Context: an optimization exercise on an open-source flow, tuned for small area, a short achievable clock period and few clock cycles. The choices shown serve that exercise and are no tape-out recipe. The RTL was checked by simulation tests, not by an equivalence proof against the original design.

--- flow/design.v ---
module kzdec (
    input  wire        clk,
    input  wire        rst,
    input  wire        start,
    input  wire        cfg_first,      
    input  wire [1:0]  cfg_order,      
    input  wire [4:0]  cfg_k0,         
    input  wire [3:0]  cfg_stride,     
    input  wire [2:0]  cfg_lane0,      
    input  wire [14:0] cfg_words,      
    input  wire [1:0]  cfg_tail,       
    input  wire [16:0] cfg_coded_len,  
    output wire        busy,
    input  wire        in_valid,
    input  wire [31:0] in_data,
    output wire        in_ready,
    output wire        out_valid,
    output wire [31:0] out_data,
    output wire        out_tail,
    input  wire        out_ready,
    output wire        done,
    output reg         err,
    output wire [31:0] crc
);
    localparam [1:0] K_SAMPLE = 2'd0,
                     K_MATCH  = 2'd1,
                     K_TAIL   = 2'd2;
    reg        busy_r;
    reg        run;            
    reg [1:0]  order;
    reg [3:0]  stride;
    reg [1:0]  tail_n;
    reg [14:0] words_left;     
    reg [14:0] beats_left;     
    reg [19:0] bits_left;      
    reg [5:0]  produced;       
    reg [31:0] stg;
    reg        stg_v;
    reg        inr;
    reg [95:0] bbuf;
    reg [6:0]  bcnt;
    reg        p_v;
    reg [1:0]  p_kind;
    reg [23:0] p_u;            
    reg        p_fn;           
    reg [7:0]  p_fv;           
    reg [14:0] p_len;          
    reg [4:0]  p_dist;         
    reg [2:0]   lane2;         
    reg [4:0]   widx;          
    reg [767:0] hist;          
    reg         out_v;
    reg [31:0]  out_d;
    reg         out_t;
    reg [31:0]  crc_r;
    reg [23:0] acc [0:7];
    assign busy     = busy_r;
    assign in_ready = inr;
    assign out_valid = out_v;
    assign out_data  = out_d;
    assign out_tail  = out_t;
    assign crc = ~crc_r;
    wire adv2 = !out_v || out_ready;
    wire p_last = (p_kind != K_MATCH) || (p_len == 15'd1);
    wire p_consume = p_v && adv2 && p_last;
    wire p_free = !p_v || (adv2 && p_last);
    wire fin_ok = busy_r && !run && (beats_left == 15'd0) && !p_v && !out_v;
    assign done = fin_ok;
    wire        merge = stg_v && (bcnt <= 7'd64);
    wire [95:0] mbuf  = bbuf | ({merge ? stg : 32'd0, 64'd0} >> bcnt);
    wire [6:0]  avail = bcnt + (merge ? 7'd32 : 7'd0);
    wire [2:0] lane1 = p_v ? ((lane2 == stride[2:0] - 3'd1) ? 3'd0 : lane2 + 3'd1) : lane2;
    wire [23:0] acur = acc[lane1];
    reg [4:0] kpar;
    integer ki;
    always @* begin
        kpar = 5'd0;
        for (ki = 0; ki < 24; ki = ki + 1)
            if (acur[ki]) kpar = ki[4:0];
    end
    reg [4:0] q;
    integer li;
    always @* begin
        q = 5'd24;
        for (li = 23; li >= 0; li = li - 1)
            if (!mbuf[94-li]) q = li[4:0];
    end
    reg [3:0] nz;
    always @* begin
        nz = 4'd14;
        for (li = 13; li >= 0; li = li - 1)
            if (mbuf[94-li]) nz = li[3:0];
    end
    wire        kind = mbuf[95];
    wire        esc  = (q == 5'd24);
    wire [6:0]  ls   = esc ? 7'd49 : ({2'd0, q} + {2'd0, kpar} + 7'd2);
    wire [6:0]  lm   = {2'd0, nz, 1'b0} + 7'd18;
    wire [6:0]  sh   = kind ? lm : ls;
    wire [95:0] s1   = mbuf << sh;
    wire        fb   = s1[95];
    wire [7:0]  fv   = s1[94:87];
    wire [6:0]  use_tok = kind ? lm : (ls + (fb ? 7'd9 : 7'd1));
    wire [95:0] s2   = kind ? s1 : (fb ? {s1[86:0], 9'd0} : {s1[94:0], 1'b0});
    wire [6:0]  need = kind ? lm : (ls + 7'd9);
    wire        fits = ({1'b0, need} <= {1'b0, avail}) || (bits_left <= {13'd0, avail});
    wire [47:0] ymid = mbuf[93:46] << q;
    wire [28:0] u29  = {q, ymid[47:24]} >> (5'd24 - kpar);
    wire [23:0] u    = esc ? mbuf[70:47] : u29[23:0];
    wire        u_ovf = !esc && (u29[28:24] != 5'd0);
    wire [24:0] asum = {1'b0, acur} + {1'b0, u} + 25'd1;
    wire [43:0] zb    = mbuf[94:51];
    wire [43:0] zv    = zb >> (6'd43 - {1'b0, nz, 1'b0});
    wire [43:0] zd    = zb << ({1'b0, nz, 1'b0} + 6'd1);
    wire [14:0] mlen  = zv[14:0] + 15'd1;
    wire [15:0] dm1   = zd[43:28];
    wire tok_phase = run && (words_left != 15'd0);
    wire go = tok_phase && fits && p_free;
    wire tok_err = ({13'd0, use_tok} > bits_left) ||
                   (kind ? ((nz == 4'd14) || (mlen > words_left) ||
                            (dm1 >= 16'd32) || ({1'b0, dm1[4:0]} >= produced))
                         : u_ovf);
    wire pad_phase = run && (words_left == 15'd0);
    wire pad_long  = bits_left > 20'd7;
    wire [6:0] pad_need = {4'd0, bits_left[2:0]} + {2'd0, tail_n, 3'd0};
    wire pad_have  = (pad_need <= avail);
    wire [6:0] padbits = mbuf[95:89] >> (3'd7 - bits_left[2:0]);
    wire [95:0] tb_sh = mbuf << bits_left[2:0];
    wire pad_go    = pad_phase && !pad_long && pad_have && (p_free || tail_n == 2'd0);
    wire pad_bad   = padbits != 7'd0;
    reg [23:0] tail_w;
    always @* begin
        tail_w = 24'd0;
        if (tail_n >= 2'd1) tail_w[7:0]   = tb_sh[95:88];
        if (tail_n >= 2'd2) tail_w[15:8]  = tb_sh[87:80];
        if (tail_n >= 2'd3) tail_w[23:16] = tb_sh[79:72];
    end
    wire [3:0] s_m1 = stride - 4'd1;
    wire [4:0] s2x  = {stride, 1'b0};
    wire [5:0] s3x  = {1'b0, stride, 1'b0} + {2'd0, stride};
    wire ge1 = {1'b0, widx} >= {2'd0, stride};
    wire ge2 = widx >= s2x;
    wire ge3 = {1'b0, widx} >= s3x;
    wire [1:0] nl = ge3 ? 2'd3 : ge2 ? 2'd2 : ge1 ? 2'd1 : 2'd0;
    wire [1:0] oe = (order < nl) ? order : nl;
    function [31:0] hword;
        input [767:0] h;
        input [4:0]   j;
        begin
            hword = {h[32*j +: 8], h[32*j+8 +: 8], h[32*j+16 +: 8], h[32*j+24 +: 8]};
        end
    endfunction
    reg [31:0] w1;
    reg [23:0] x2, x3;
    always @* begin
        w1 = hword(hist, {2'd0, s_m1[2:0]});
        x2 = hword(hist, {1'b0, s_m1[2:0], 1'b1}) >> 8;
        x3 = hword(hist, {2'd0, s_m1[2:0]} + {1'b0, s_m1[2:0], 1'b0} + 5'd2) >> 8;
    end
    wire [23:0] x1 = w1[31:8];
    wire [7:0]  fl = ge1 ? w1[7:0] : 8'd0;
    reg [23:0] pred;
    always @* begin
        case (oe)
            2'd0: pred = 24'd0;
            2'd1: pred = x1;
            2'd2: pred = (x1 << 1) - x2;
            default: pred = (x1 << 1) + x1 - ((x2 << 1) + x2) + x3;
        endcase
    end
    wire [23:0] resid = p_u[0] ? ~{1'b0, p_u[23:1]} : {1'b0, p_u[23:1]};
    wire [23:0] xs    = pred + resid;
    wire [31:0] sample_word = {xs, p_fn ? p_fv : fl};
    reg [31:0] match_word;
    integer mi;
    reg [5:0] midx;
    always @* begin
        for (mi = 0; mi < 4; mi = mi + 1) begin
            if (p_dist == 5'd0)
                midx = 6'd0;
            else if (p_dist == 5'd1)
                midx = (mi[0]) ? 6'd0 : 6'd1;
            else if (p_dist == 5'd2)
                midx = (mi == 3) ? 6'd2 : 6'd2 - mi[5:0];
            else
                midx = {1'b0, p_dist} - mi[5:0];
            match_word[8*mi +: 8] = hist[8*midx +: 8];
        end
    end
    wire [31:0] bword = (p_kind == K_SAMPLE) ? sample_word :
                        (p_kind == K_MATCH)  ? match_word  : {8'd0, p_u};
    wire build = p_v && adv2;
    reg [31:0] crc_next;
    reg [2:0]  nb;
    integer cb, ci;
    always @* begin
        nb = out_t ? {1'b0, tail_n} : 3'd4;
        crc_next = crc_r;
        for (cb = 0; cb < 4; cb = cb + 1) begin
            if (cb < nb) begin
                crc_next = crc_next ^ {24'd0, out_d[8*cb +: 8]};
                for (ci = 0; ci < 8; ci = ci + 1)
                    crc_next = crc_next[0] ? ((crc_next >> 1) ^ 32'h82F63B78)
                                           : (crc_next >> 1);
            end
        end
    end
    wire in_fire = in_valid && inr;
    wire [14:0] beats_next = beats_left - {14'd0, in_fire};
    integer j;
    reg        run_n;
    reg        stg_v_n;
    reg [6:0]  bcnt_n;
    always @* begin
        run_n = run;
        if (tok_phase && go && tok_err) run_n = 1'b0;
        if (pad_phase && (pad_long || (pad_go))) run_n = 1'b0;
        stg_v_n = (stg_v && !merge) || in_fire;
        bcnt_n = (go && !tok_err) ? avail - use_tok : avail;
    end
    always @(posedge clk) begin
        if (rst) begin
            busy_r   <= 1'b0;
            run      <= 1'b0;
            inr      <= 1'b0;
            stg_v    <= 1'b0;
            p_v      <= 1'b0;
            out_v    <= 1'b0;
            err      <= 1'b0;
            produced <= 6'd0;
        end else if (!busy_r) begin
            if (start) begin
                busy_r     <= 1'b1;
                order      <= cfg_order;
                stride     <= cfg_stride;
                tail_n     <= cfg_tail;
                words_left <= cfg_words;
                lane2      <= cfg_lane0;
                widx       <= 5'd0;
                beats_left <= cfg_coded_len[16:2] + {14'd0, |cfg_coded_len[1:0]};
                inr        <= (cfg_coded_len != 17'd0);
                bits_left  <= {cfg_coded_len, 3'd0} - {15'd0, cfg_tail, 3'd0};
                bbuf       <= 96'd0;
                bcnt       <= 7'd0;
                stg_v      <= 1'b0;
                err        <= (cfg_coded_len < {15'd0, cfg_tail});
                run        <= !(cfg_coded_len < {15'd0, cfg_tail});
                crc_r      <= 32'hFFFF_FFFF;
                if (cfg_first) produced <= 6'd0;
                for (j = 0; j < 8; j = j + 1)
                    acc[j] <= 24'd1 << cfg_k0;
            end
        end else begin
            beats_left <= beats_next;
            if (in_fire) stg <= {in_data[7:0], in_data[15:8], in_data[23:16], in_data[31:24]};
            if (run) begin
                stg_v <= stg_v_n;
                inr   <= (beats_next != 15'd0) && (run_n ? (!stg_v_n || bcnt_n <= 7'd64) : 1'b1);
                bcnt  <= bcnt_n;
                bbuf  <= (go && !tok_err) ? s2 : mbuf;
            end else begin
                stg_v <= 1'b0;
                inr   <= (beats_next != 15'd0);
            end
            run <= run_n;
            if (go) begin
                if (tok_err) begin
                    err <= 1'b1;
                end else begin
                    bits_left <= bits_left - {13'd0, use_tok};
                    if (kind) begin
                        words_left <= words_left - mlen;
                        produced <= (mlen >= 15'd8 || produced + {mlen[3:0], 2'd0} >= 6'd32)
                                    ? 6'd32 : produced + {mlen[3:0], 2'd0};
                    end else begin
                        words_left <= words_left - 15'd1;
                        produced <= (produced >= 6'd28) ? 6'd32 : produced + 6'd4;
                        acc[lane1] <= asum[24:1];
                    end
                end
            end
            if (pad_phase) begin
                if (pad_long || (pad_go && pad_bad)) err <= 1'b1;
                if (pad_go) produced <= (produced + {4'd0, tail_n} >= 6'd32) ? 6'd32
                                        : produced + {4'd0, tail_n};
            end
            if (go && !tok_err) begin
                p_v    <= 1'b1;
                p_kind <= kind ? K_MATCH : K_SAMPLE;
                p_u    <= u;
                p_fn   <= fb;
                p_fv   <= fv;
                p_len  <= mlen;
                p_dist <= dm1[4:0];
            end else if (pad_go && !pad_bad && tail_n != 2'd0) begin
                p_v    <= 1'b1;
                p_kind <= K_TAIL;
                p_u    <= tail_w;
            end else if (p_consume) begin
                p_v <= 1'b0;
            end else if (build) begin
                p_len <= p_len - 15'd1;
            end
            if (build) begin
                out_d <= bword;
                out_t <= (p_kind == K_TAIL);
                if (p_kind != K_TAIL) begin
                    lane2 <= (lane2 == stride[2:0] - 3'd1) ? 3'd0 : lane2 + 3'd1;
                    if (widx != 5'd24) widx <= widx + 5'd1;
                    hist <= {hist[735:0], bword[7:0], bword[15:8], bword[23:16], bword[31:24]};
                end else begin
                    case (tail_n)
                        2'd1: hist[255:0] <= {hist[247:0], p_u[7:0]};
                        2'd2: hist[255:0] <= {hist[239:0], p_u[7:0], p_u[15:8]};
                        default: hist[255:0] <= {hist[231:0], p_u[7:0], p_u[15:8], p_u[23:16]};
                    endcase
                end
            end
            if (build) out_v <= 1'b1;
            else if (out_ready) out_v <= 1'b0;
            if (out_v && out_ready) crc_r <= crc_next;
            if (fin_ok) busy_r <= 1'b0;
        end
    end
endmodule
--- flow/run.sh ---
#!/bin/bash
# synth_recipe.tcl (not shown) runs the flow's synth.tcl, then flattens the netlist and writes it again
# the make line also repeats each setting of config.mk as NAME=value (left out here)
make -C /OpenROAD-flow-scripts/flow DESIGN_CONFIG=/design/flow/config.mk WORK_HOME=/design/flow/orfs CLKGATE_MAP_FILE= SYNTH_SCRIPT=/design/flow/synth_recipe.tcl finish
--- flow/config.mk ---
export PLATFORM = sky130hd
export DESIGN_NAME = kzdec
export DESIGN_NICKNAME = kzdec
export VERILOG_FILES = /design/flow/design.v
export SDC_FILE = /design/flow/constraint.sdc
export NUM_CORES = 4
export LEC_CHECK = 0
export CAP_MARGIN = 20
export CORE_MARGIN = 2
export CORE_UTILIZATION = 40
export SLEW_MARGIN = 20
--- flow/constraint.sdc ---
create_clock -name core_clock -period 14.0 [get_ports {clk}]
set_input_delay 2.8000 -clock core_clock [delete_from_list [all_inputs] [get_ports {clk}]]
set_output_delay 2.8000 -clock core_clock [all_outputs]
set_load 0.01 [all_outputs]
==> results.yml <==
run_status:
  status: "finished clean"
synthesis:
  yosys_warnings: 1
  postSynthAreaPerCell_um2: 8.98
  async_flop_share: 0
  yosysUniqueCellTypes: 108
  synth_flop_cell: "edfxtp_1"
  syn_area_um2: 113000
  synth_seq_area_share: 0.327
  synthCells: 12544
  ys_seq_elements: 1230
  synth-edff-count: 1217
  synth_nets: 12920
drt:
  ant_nets: 0
  drc: 0
  wl_per_cell_um: 31.3
  routed_wl_mm: 495
  viasPerCell: 6.73
  drt-initial-drc-count: 16794
  route.met3.wl_mm: 53.5
  vias: 106425
  top_layer: "met5"
  dr.pass1.iters: 10
  dr_wl_met2_mm: 219
  met1_length_mm: 190
critical_path:
  critPathTopFamily: "simple AND/OR/NAND/NOR gates"
  crit_path_top_delay_cell: "nor3_1"
  required_ps: 14520
  max_stage_delay_ps: 680
  crit_fanout: 25
  endpoint_kind: "register"
  worst-path-buf-inv: 6
  crit_arrival_ps: 13830
  worstSetupStartpointType: "register"
  critical_path_class: "register to register"
sta:
  fin_skew_ps: 98.3
  layout_setup_ws_ps: 695
  finalHoldViolations: 0
  tns_ps: 0
  layout_min_cycle_time_ps: 13300
  maxSlewViolCount: 0
  rsz0062_at_grt: "no"
  whs_ps: 430
  max_slew_margin: 0.137
  worstMarginPinSlew_ps: 1290
  max_freq_mhz: 75.2
  finalSetupViolations: 0
  finalCritPeriodShare: 0.950
final_layout:
  nFillCells: 26998
  fin_nets: 12338
  drive_gt1_frac: 0.119
  fin_util: 0.440
  multiInputGateArea_um2: 70400
  syn2layout_area_growth_pct: 9.33
  seq_area_um2: 36800
  finalInstanceArea_um2: 123000
floorplanning:
  fp.dieArea_um2: 286000
  num_io_pins: 156
  fp.dieH_um: 535
  rows: 194
  start_util: 0.403
  core-area_um2: 280000
  fp.dieW_um: 535
clock_tree:
  clk_latency_ps: 870
  root_buffer: "clkbuf_16"
  path_clk_slew_ps: 60
  cts_sinks: 1230
  htree_num_levels: 4
  holdBufCountCts: 0
  cts_buffers: 160
  clk_path_buf_depth: 4
  cts_tree: "done"
global_routing:
  grt_pass1_wl_mm: 713
  grt.overflow.total: 0
  grt_max_degree: 259
  grt.total_usage: 0.334
  grt_antenna_before_repair: 17
  grt_pass1_vias: 99251
place:
  post-place-ws_ps: 901
  dp_hpwl_mm: 352
  port_buffers: 155
  dpl_cell_area_um2: 118000
  routabilityCongestion: 1.02
hold_path:
  hp-class: "register to register"
run:
  maxCapViolations: 0
[metal layers]
metal | track usage | up-vias
met4 | 0.183 | 22
met3 | 0.0693 | 1496
met1 | 0.440 | 52085
li1 | - | 45628
met2 | 0.513 | 7194
met5 | 0 | -
[cell usage after synthesis (276+ instances only)]
library cell     n  area, um^2
a22oi_1        314        2360
clkbuf_1      1017        3820
mux2i_1        761        7620
inv_1          301        1130
o21ai_0       1061        5310
nand2_1       2150        8070
edfxtp_1      1217       36500
a211oi_1       276        2070
nor2_1         780        2930
a21oi_1        679        3400
mux4_2         509       11500
xnor2_1        337        2950
nand3_1        324        1620
[placed cells by master (no fill, tap or decap), types with 31 or more instances in the layout]
cell / instances
o21bai_1: 35
inv_1: 299
and2_1: 119
and3_1: 101
xnor2_1: 328
nand2_1: 2140
nor2_1: 762
nand3_1: 324
a311oi_1: 123
a211oi_1: 276
o31ai_1: 49
ha_1: 206
o211ai_1: 138
clkbuf_16: 162
nand2b_1: 38
mux2_2: 93
o22ai_1: 169
buf_12: 32
xor2_1: 155
clkdlybuf4s50_1: 155
a31oi_1: 178
o21ai_0: 1053
mux2i_1: 761
buf_4: 357
edfxtp_1: 1217
a21oi_1: 666
nor2b_1: 40
nor4_1: 46
o21a_1: 32
a22oi_1: 314
a211o_1: 31
o221ai_1: 87
mux4_2: 509
a221oi_1: 47
nor3_1: 168
a21o_1: 101
fa_1: 77
[flip-flops by register name, summed over array words and instances (netlist names), 2 cells and up]
register and cells:
order 2, widx 5, p_dist 5, tail_n 2, bbuf 96, lane2 3, acc 192, stg 32
crc_r 32, p_u 24, beats_left 15, words_left 15, bits_left 20, out_d 32, produced 6, p_fv 8
p_kind 2, hist 704, stride 4, p_len 15, bcnt 7
[logic make-up after synthesis]
| logic type | Yosys count | synth area share |
|---|---|---|
| DFF | 1230 | 0.327 |
| muxes | 1365 | 0.179 |
| AOI/OAI and AO/OA | 3579 | 0.203 |
| adders and majority gates | 290 | 0.0374 |
| and+or+nand+nor | 3910 | 0.148 |
| xor gates and xnor gates | 566 | 0.0518 |
| buffers and inverters | 1604 | 0.0543 |
[final timing paths]
| path | startpoint | endpoint | slack (ps) | cells past startpoint |
|---|---|---|---|---|
| worst max-delay path | stride[0] | acc[7][12] | 700 | 49 |
| worst min-delay path | hist[590] | hist[622] | 430 | 0 |
| worst max register to register | stride[0] | acc[7][12] | 700 | 49 |
| worst min register to register | hist[590] | hist[622] | 430 | 0 |
[per-stage QoR]
| stage | std cells |
|---|---|
| CTS | 15800 |
| global route | 15803 |
| finish | 15816 |
| floorplan | 12544 |
| detailed placement | 15522 |
| global placement | 15520 |
[final cells by class]
cell class                 instances  area share
clock inverter                    90     0.00819
timing repair buffer             545      0.0398
sequential                      1230       0.299
antenna                           14    0.000285
inverter                         315     0.00968
multi-input combinational       9710       0.571
tap                             3724      0.0378
clock buffer                     188      0.0337
[what timing repair did]
item / in CTS / in global routing
setup buffers: 0 / 0
resized for setup: 0 / 1
setup endpoints to repair: 0 / 32
hold endpoints to repair: 0 / 0
Testbench counts, summed over its fixed seeds: cycles 52,142.

[re-timing with driven ports]
Ports are ideal in the flow. The routed layout listed here was re-timed in OpenROAD. Step 1 assumes that a clkbuf_16 drives the clock port and a buf_2 every other input. Step 2 moves the port delays by t, midway between the first and last clock arrival at a register: inputs arrive t later, outputs are due t later. That takes back most of the time a late clock gives input paths. a / b / c = ideal / step 1 / step 2; a / b = the first two.
shift t [ns]: 0.909
slack for setup (ns): 0.695 / 0.695 / 0.695
slew at the worst register clock pin (ns): 0.07 / 0.07
pins driven straight from the clock port: 1
After both steps this run still meets setup and hold. For this run, drivers alone change the setup slack by 0.000 ns; drivers and shift together by 0.000 ns.
